From an optimization exercise on the open Yosys and OpenROAD flow, aimed at small area and a short achievable clock period; shortcuts taken in it are not production practice. Only simulation tests tie the RTL to the original design; equivalence was not proved.

## flow/run.sh

```bash
#!/bin/bash
# synth_recipe.tcl (not shown) runs the flow's synth.tcl, then flattens the netlist and writes it again
# the make line also repeats each setting of config.mk as NAME=value (left out here)
make -C /OpenROAD-flow-scripts/flow DESIGN_CONFIG=/design/flow/config.mk WORK_HOME=/design/flow/orfs CLKGATE_MAP_FILE= SYNTH_SCRIPT=/design/flow/synth_recipe.tcl finish
```

## flow/config.mk

```make
export PLATFORM = sky130hd
export DESIGN_NAME = lmcol
export DESIGN_NICKNAME = lmcol
export VERILOG_FILES = /design/flow/design.v
export SDC_FILE = /design/flow/constraint.sdc
export NUM_CORES = 4
export LEC_CHECK = 0
export CAP_MARGIN = 20
export CORE_MARGIN = 2
export CORE_UTILIZATION = 40
export PLACE_DENSITY = 0.6
export SLEW_MARGIN = 20
```

## flow/constraint.sdc

```tcl
create_clock -name core_clock -period 30.0 [get_ports {clk}]
set_input_delay 6.0000 -clock core_clock [delete_from_list [all_inputs] [get_ports {clk}]]
set_output_delay 6.0000 -clock core_clock [all_outputs]
set_load 0.01 [all_outputs]
```

## flow/design.v

```verilog
module lmcol_cell (
    input  wire [7:0]  a,
    input  wire [7:0]  b,
    output reg         nr,
    output reg         z,
    output reg         s,
    output reg  [5:0]  n,
    output reg  [11:0] sig
);
    wire       a_nar  = (a == 8'h80);
    wire       b_nar  = (b == 8'h80);
    wire       a_zero = (a == 8'h00);
    wire       b_zero = (b == 8'h00);
    wire signed [8:0] q = $signed({2'b00, a[6:0]}) + $signed({2'b00, b[6:0]}) - 9'sd128;
    always @* begin
        nr  = 1'b0;
        z   = 1'b0;
        s   = 1'b0;
        n   = 6'd0;
        sig = 12'd0;
        if (a_nar || b_nar) begin
            nr = 1'b1;
        end else if (a_zero || b_zero) begin
            z = 1'b1;
        end else begin
            s = a[7] ^ b[7];
            n = q[7:2];                  
            case (q[1:0])                
                2'd0: sig = 12'd2048;
                2'd1: sig = 12'd2435;
                2'd2: sig = 12'd2896;
                default: sig = 12'd3444;
            endcase
        end
    end
endmodule
module lmcol_group (
    input  wire [15:0]     p_nr,
    input  wire [15:0]     p_z,
    input  wire [15:0]     p_s,
    input  wire [95:0]     p_n,      
    input  wire [191:0]    p_sig,    
    input  wire [1:0]      gsel,
    output reg             g_nr,
    output reg signed [5:0] g_eg,
    output reg signed [39:0] g_sum
);
    integer i;
    reg [15:0]        lane_on;
    reg [15:0]        live;
    reg [4:0]         base;          
    reg               mx_live [0:30];
    reg signed [5:0]  mx_n    [0:30];
    reg signed [39:0] sum     [0:30];
    reg signed [5:0]  ni;
    reg [6:0]         d;
    reg signed [39:0] v;
    always @* begin
        case (gsel)
            2'd0:    begin lane_on = 16'h000F; base = 5'd25; end
            2'd1:    begin lane_on = 16'h00FF; base = 5'd24; end
            default: begin lane_on = 16'hFFFF; base = 5'd23; end
        endcase
        g_nr = |(p_nr & lane_on);
        live = lane_on & ~p_z & ~p_nr;
        for (i = 0; i < 16; i = i + 1) begin
            mx_live[i] = live[i];
            mx_n[i]    = $signed(p_n[6*i +: 6]);
        end
        for (i = 0; i < 15; i = i + 1) begin
            if (!mx_live[2*i] || (mx_live[2*i+1] && mx_n[2*i+1] > mx_n[2*i]))
                mx_n[16+i] = mx_n[2*i+1];
            else
                mx_n[16+i] = mx_n[2*i];
            mx_live[16+i] = mx_live[2*i] | mx_live[2*i+1];
        end
        g_eg = mx_live[30] ? mx_n[30] : 6'sd0;
        for (i = 0; i < 16; i = i + 1) begin
            ni = $signed(p_n[6*i +: 6]);
            v  = $signed({28'd0, p_sig[12*i +: 12]});
            if (p_s[i])
                v = -v;
            v = v <<< base;
            d = {g_eg[5], g_eg} - {ni[5], ni};
            sum[i] = live[i] ? (v >>> d) : 40'sd0;
        end
        for (i = 0; i < 15; i = i + 1)
            sum[16+i] = sum[2*i] + sum[2*i+1];
        g_sum = sum[30];
    end
endmodule
module lmcol_tally (
    input  wire               t_nr,
    input  wire               t_satf,
    input  wire [7:0]         t_x,
    input  wire signed [39:0] t_m,
    input  wire               g_nr,
    input  wire signed [9:0]  g_e,       
    input  wire [2:0]         g_lg,      
    input  wire signed [39:0] g_sum,     
    output reg                n_nr,
    output reg                n_satf,
    output reg  [7:0]         n_x,
    output reg  signed [39:0] n_m
);
    wire signed [11:0] ut = $signed({4'd0, t_x}) - 12'sd166;
    wire signed [11:0] ug = {{2{g_e[9]}}, g_e} - 12'sd38 + $signed({9'd0, g_lg});
    reg signed [39:0]  opa, opb;         
    reg signed [11:0]  unit_hi;
    reg        [11:0]  d;                
    reg        [11:0]  rsh;
    reg signed [89:0]  a_al, b_al, b_fl;
    reg                sticky;
    reg signed [89:0]  s;                
    reg signed [89:0]  s_sh;
    reg        [89:0]  mag;
    reg        [6:0]   p;
    integer            i;
    reg signed [11:0]  top, xnew, sh;
    always @* begin
        n_nr   = t_nr;
        n_satf = t_satf;
        n_x    = t_x;
        n_m    = t_m;
        opa = 40'sd0; opb = 40'sd0; unit_hi = 12'sd0; d = 12'd0; rsh = 12'd0;
        s_sh = 90'sd0; a_al = 90'sd0; b_al = 90'sd0; b_fl = 90'sd0; sticky = 1'b0; s = 90'sd0;
        mag = 90'd0; p = 7'd0; top = 12'sd0; xnew = 12'sd0; sh = 12'sd0;
        if (t_nr || g_nr) begin
            n_nr = 1'b1;                          
        end else if (t_satf) begin
        end else if (t_m == 40'sd0 && g_sum == 40'sd0) begin
            n_x = 8'd0;
            n_m = 40'sd0;
        end else begin
            if (g_sum == 40'sd0 || (t_m != 40'sd0 && ut >= ug)) begin
                opa = t_m;   unit_hi = ut;
                opb = g_sum; d = ut - ug;
            end else begin
                opa = g_sum; unit_hi = ug;
                opb = t_m;   d = ug - ut;
            end
            if (opb == 40'sd0)
                d = 12'd0;
            a_al = {{50{opa[39]}}, opa};
            a_al = a_al <<< 42;
            b_al = {{50{opb[39]}}, opb};
            if (d <= 12'd41) begin
                b_fl   = b_al <<< (12'd41 - d);
                sticky = 1'b0;
            end else begin
                rsh    = d - 12'd41;
                if (rsh > 12'd60)
                    rsh = 12'd60;
                b_fl   = b_al >>> rsh;
                sticky = ((b_fl <<< rsh) != b_al);
            end
            s = a_al + {b_fl[88:0], sticky};
            mag = s[89] ? -s : s;
            for (i = 0; i < 90; i = i + 1)
                if (mag[i])
                    p = i[6:0];
            top = unit_hi - 12'sd42 + $signed({5'd0, p});          
            if (top >= 12'sd128) begin
                n_satf = 1'b1;
                n_x    = 8'd255;
                n_m    = s[89] ? {20'h80000, 20'h00000} : {20'h7FFFF, 20'h00000};
            end else begin
                xnew = top + 12'sd128;
                if (xnew < 12'sd0)
                    xnew = 12'sd0;                 
                sh = (xnew - 12'sd166) - (unit_hi - 12'sd42);
                if (sh >= 12'sd0) begin
                    if (sh > 12'sd95)
                        sh = 12'sd95;
                    s_sh = s >>> sh;
                    n_m  = s_sh[39:0];
                end else begin
                    s_sh = s <<< (-sh);
                    n_m  = s_sh[39:0];
                end
                n_x = xnew[7:0];
            end
        end
    end
endmodule
module lmcol (
    input  wire         clk,
    input  wire         rst,           
    input  wire         in_valid,
    input  wire         in_first,      
    input  wire [1:0]   in_gsel,       
    input  wire [127:0] in_a,          
    input  wire [127:0] in_b,          
    input  wire [7:0]   in_oa,         
    input  wire [7:0]   in_ob,         
    output wire         out_valid,
    output wire [49:0]  out_tally
);
    wire [15:0]  c_nr, c_z, c_s;
    wire [95:0]  c_n;
    wire [191:0] c_sig;
    genvar gi;
    generate
        for (gi = 0; gi < 16; gi = gi + 1) begin : g_cell
            lmcol_cell u_cell (
                .a   (in_a[8*gi +: 8]),
                .b   (in_b[8*gi +: 8]),
                .nr  (c_nr[gi]),
                .z   (c_z[gi]),
                .s   (c_s[gi]),
                .n   (c_n[6*gi +: 6]),
                .sig (c_sig[12*gi +: 12])
            );
        end
    endgenerate
    reg         s1_valid, s1_first;
    reg [1:0]   s1_gsel;
    reg [8:0]   s1_o;
    reg [15:0]  s1_nr, s1_z, s1_s;
    reg [95:0]  s1_n;
    reg [191:0] s1_sig;
    always @(posedge clk) begin
        if (rst) begin
            s1_valid <= 1'b0;
        end else begin
            s1_valid <= in_valid;
        end
        if (in_valid) begin
            s1_first <= in_first;
            s1_gsel  <= in_gsel;
            s1_o     <= {in_oa[7], in_oa} + {in_ob[7], in_ob};
            s1_nr    <= c_nr;
            s1_z     <= c_z;
            s1_s     <= c_s;
            s1_n     <= c_n;
            s1_sig   <= c_sig;
        end
    end
    wire               grp_nr;
    wire signed [5:0]  grp_eg;
    wire signed [39:0] grp_sum;
    lmcol_group u_group (
        .p_nr  (s1_nr),
        .p_z   (s1_z),
        .p_s   (s1_s),
        .p_n   (s1_n),
        .p_sig (s1_sig),
        .gsel  (s1_gsel),
        .g_nr  (grp_nr),
        .g_eg  (grp_eg),
        .g_sum (grp_sum)
    );
    reg               s2_valid, s2_first, s2_nr;
    reg signed [9:0]  s2_e;
    reg [2:0]         s2_lg;
    reg signed [39:0] s2_sum;
    always @(posedge clk) begin
        if (rst) begin
            s2_valid <= 1'b0;
        end else begin
            s2_valid <= s1_valid;
        end
        if (s1_valid) begin
            s2_first <= s1_first;
            s2_nr    <= grp_nr;
            s2_e     <= {{4{grp_eg[5]}}, grp_eg} + {s1_o[8], s1_o};
            s2_lg    <= (s1_gsel == 2'd0) ? 3'd2 : (s1_gsel == 2'd1) ? 3'd3 : 3'd4;
            s2_sum   <= grp_sum;
        end
    end
    reg               t_nr, t_satf;
    reg [7:0]         t_x;
    reg signed [39:0] t_m;
    wire               n_nr, n_satf;
    wire [7:0]         n_x;
    wire signed [39:0] n_m;
    lmcol_tally u_tally (
        .t_nr   (s2_first ? 1'b0  : t_nr),
        .t_satf (s2_first ? 1'b0  : t_satf),
        .t_x    (s2_first ? 8'd0  : t_x),
        .t_m    (s2_first ? 40'sd0 : t_m),
        .g_nr   (s2_nr),
        .g_e    (s2_e),
        .g_lg   (s2_lg),
        .g_sum  (s2_sum),
        .n_nr   (n_nr),
        .n_satf (n_satf),
        .n_x    (n_x),
        .n_m    (n_m)
    );
    reg s3_valid;
    always @(posedge clk) begin
        if (rst) begin
            s3_valid <= 1'b0;
            t_nr     <= 1'b0;
            t_satf   <= 1'b0;
            t_x      <= 8'd0;
            t_m      <= 40'sd0;
        end else begin
            s3_valid <= s2_valid;
            if (s2_valid) begin
                t_nr   <= n_nr;
                t_satf <= n_satf;
                t_x    <= n_x;
                t_m    <= n_m;
            end
        end
    end
    assign out_valid = s3_valid;
    assign out_tally = {t_nr, t_satf, t_x, t_m};
endmodule
```

==> implementation parameters <==
Parameter                              Value

Cells and area
  Signed area change from the synthesized netlist to the final layout ... 9.123%
  Post-route insts no fill ... 18.22k
  Number of nets in the layout ... 16.16k
  Share of cells above drive strength 1 ... 0.06287
  Filler Cell Count ... 26.98k
  Most frequent cells in the layout ... 1936 x nor2_1, 1827 x nand2_1, 1686 x o21ai_0
  Most frequent standard cell in the layout excluding fill and tap cells ... nor2_1

Clock network
  # H-tree levels ... 2
  Buffer depth of the longest clock path ... 3
  PostCTS Resize Cnt ... 0
  Clock tree from TritonCTS ... built
  Worst-Skew Late Latency ... ~830 ps
  Number of clock buffers inserted by TritonCTS ... 48
  Buffer type at the clock tree root ... clkbuf_16
  Sink Count ... 360
  # hold bufs at CTS ... 0
  Number of buffers inserted by post-CTS setup repair ... 0
  CTS clock-pin slew for the worst setup and hold paths ... roughly 70 ps

Place
  Cell total after placement ... 18.11k
  GPL Wtd Cong ... between 1 and 1.5
  DPL Wire Length ... 411400 um
  Input/output buffers ... ~330
  Place WS ... 3145 ps

Min path
  Hold Path Class ... reg -> reg

Yosys
  Net count after synthesis ... 16.35k
  Synthesis-stage register bit count ... 360
  Async set-reset flop share out of synthesis ... 0
  Synthesized area per cell ... 6.806 um2
  Library cells used by synthesis ... 127
  Flip-flop cell with the highest count after synthesis ... edfxtp_1
  Cell area after synthesis ... 0.1020 mm2
  Synth warnings ... 7
  Number of flops mapped to enable cells by yosys ... 307
  Sequential area share after synthesis ... 0.1008
  Number of instances in the synthesized netlist ... 14.99k

Timing
  Final setup viols ... 0
  Smallest setup slack after layout ... 1992 ps
  Minimum clock period ... 28010 ps
  Setup repair after global routing missed its margin ... no
  Fin. max-slew vios ... 0
  Worst Tran Pin Value ... 1301 ps
  Sum of negative setup slack ... 0 ps
  Final hold viol count ... 0
  Max Freq ... 35.70 MHz
  Worst setup skew after layout ... 144.6 ps
  Max-slew headroom at the worst pin ... 0.1268
  Final clock period utilization by the worst path ... 0.9336

Worst setup path
  Most used cell, CP ... ha_1
  Worst-path cell with the longest stage delay ... a22oi_1
  Endpoint required time on the critical path ... 30700 ps
  Max FO, Critical Path ... 45
  Class of the most critical setup path ... reg -> reg
  CP Data Arrival Time ... 28710 ps
  Highest cell delay on the worst timing path ... 900 ps
  Sort of element at the start of the critical path ... flip-flop
  Endpoint class of the critical path ... flip-flop

Global routing
  Antenna violations before repair ... 38
  GRT Util Overall ... 0.3854
  Via count of the first global-routing pass ... 107.6k
  Gr ovfl total ... 0
  Pin count of the biggest net entering global routing ... 159
  Global-route wire length before repair ... about 740000 um

Die
  Effective utilization at floorplan ... 0.4018
  Area of the core ... approximately 0.25 mm2
  Placement Rows ... 185
  Floorplan die height ... 509.0 um
  Number of ports placed on the die boundary ... 329
  Die Area ... 0.2591 mm2
  Die width ... a little over 500 um

Route
  Pre-antenna DRT Iters ... 7
  Total routed wirelength ... roughly 520000 um
  Detailed-route DRC error count ... 0
  Vias ... 116.4k
  Wire length per cell ... about 28 um
  Via density per instance ... 6.386
  Count of routing violations after the opening detailed-route iteration ... 15.30k
  Post-route ant nets ... 0

Outcome
  Status ... no timing/DRC/antenna violations

Flow run
  Reported max-cap violation count ... 0
==> worst paths after layout <==
check / slack (ps) / start / endpoint / depth (start not counted)
hold reg to reg: 490 / s1_first / s2_first / 0
setup reg to reg: 1990 / s2_e[1] / t_m[19] / 84
setup / recovery: 1990 / s2_e[1] / t_m[19] / 84
hold / removal: 490 / s1_first / s2_first / 0
==> cell usage after synthesis (71+ instances only) <==
master    instances  share of area
mux2i_1         577          0.057
o22ai_1          91         0.0056
a211oi_1        234          0.017
a221oi_1         76         0.0065
inv_1           862          0.032
nand2_1        1832          0.067
clkbuf_1        829          0.030
a21o_1          270          0.020
nor2b_1         170          0.010
o21a_1          122         0.0090
buf_1           111         0.0041
and2_1           98         0.0060
a21oi_1        1501          0.074
xor2_1          196          0.017
nor4_1          107         0.0066
nor3_1          349          0.017
a31oi_1         184          0.011
fa_1            575           0.11
mux2_2          133          0.015
o21ai_0        1708          0.084
nor2_1         1952          0.072
o31ai_1         114         0.0084
xnor2_1         353          0.030
nand3_1         253          0.012
nand2b_1         71         0.0044
ha_1            504          0.062
edfxtp_1        307          0.090
o211ai_1        161          0.012
and3_1           88         0.0054
==> stage by stage <==
step	utilization	instance area (um2)	hold WS (ps)
after floorplan	-	102000	400.3
after global placement	0.4313	109500	496.0
after detailed placement	0.4315	109600	497.1
after CTS	0.4379	111200	512.3
after global routing	0.4383	111300	503.9
final	0.4385	111300	493.6
==> registers in the layout (all words and copies together), names as in the netlist <==
signal    count
s1_n         96
s1_sig       96
s2_sum       40
t_m          40
s1_nr        16
s1_s         16
s1_z         16
s2_e         10
s1_o          9
t_x           8
s2_lg         3
s1_gsel       2
s1_first      1
s1_valid      1
s2_first      1
s2_nr         1
s2_valid      1
s3_valid      1
t_nr          1
t_satf        1
==> worst max-delay path: cells and delay by family (launching register included) <==
kind | cells | cell delay, ps
buf+inv | 5 | 1400
compound gates | 35 | 11600
simple gates | 30 | 10250
fa+ha+maj | 10 | 3230
flops | 1 | 490
xor+xnor | 2 | 540
mux | 2 | 310
==> metal layers <==
metal  vias to the layer above  track usage  wire [um]
met5                         -     0.002963        221
met4                        30       0.2913      48400
met3                      1950      0.09981      52130
met2                      6658       0.5938     222700
met1                     54630       0.4593     194400
li1                      53110            -          -
==> kinds of logic after synthesis <==
logic type / Yosys count / share of synthesized area
compound gates: 5179 / 0.3082
xor+xnor: 555 / 0.04808
fa+ha+maj: 1079 / 0.1746
buf+inv: 1865 / 0.06995
flops: 360 / 0.1008
mux: 724 / 0.07418
simple gates: 5230 / 0.2242
==> area by class of cell <==
| class | instances | area [um2] | share of cell area |
|---|---|---|---|
| sequential | 360 | 10280 | 0.09234 |
| multi-input combinational | 12770 | 85420 | 0.7672 |
| clock buffer | 51 | 1212 | 0.01089 |
| tap | 3366 | 4212 | 0.03783 |
| antenna | 17 | 42.54 | 0.0003821 |
| clock inverter | 37 | 397.9 | 0.003574 |
| inverter | 876 | 3296 | 0.02960 |
| timing repair buffer | 749 | 6472 | 0.05813 |

[port drivers added, routing unchanged]
No port has a modelled driver above. Below, the same layout with a new extraction and two added sets of constraints.
Step 1 assumes that a clkbuf_16 drives the clock port and a buf_2 every other input.
Step 2 adds t to the input delays and takes it off the output delays; t is the mean of the earliest and latest rising clock arrival at the registers after step 1. Input paths then give back, and output paths get back, about the clock's delay inside the block.
Three values: ideal, step 1, step 2; two values: the first two.
t (ns): 0.855
setup WS [ns]: 1.991 / 1.992 / 1.992
worst data-port slew with drivers (ns): 0.05
pins driven straight from the clock port: 1
After both steps this run still meets setup and hold. For this run, drivers alone change the setup slack by +0.001 ns; drivers and shift together by +0.001 ns.
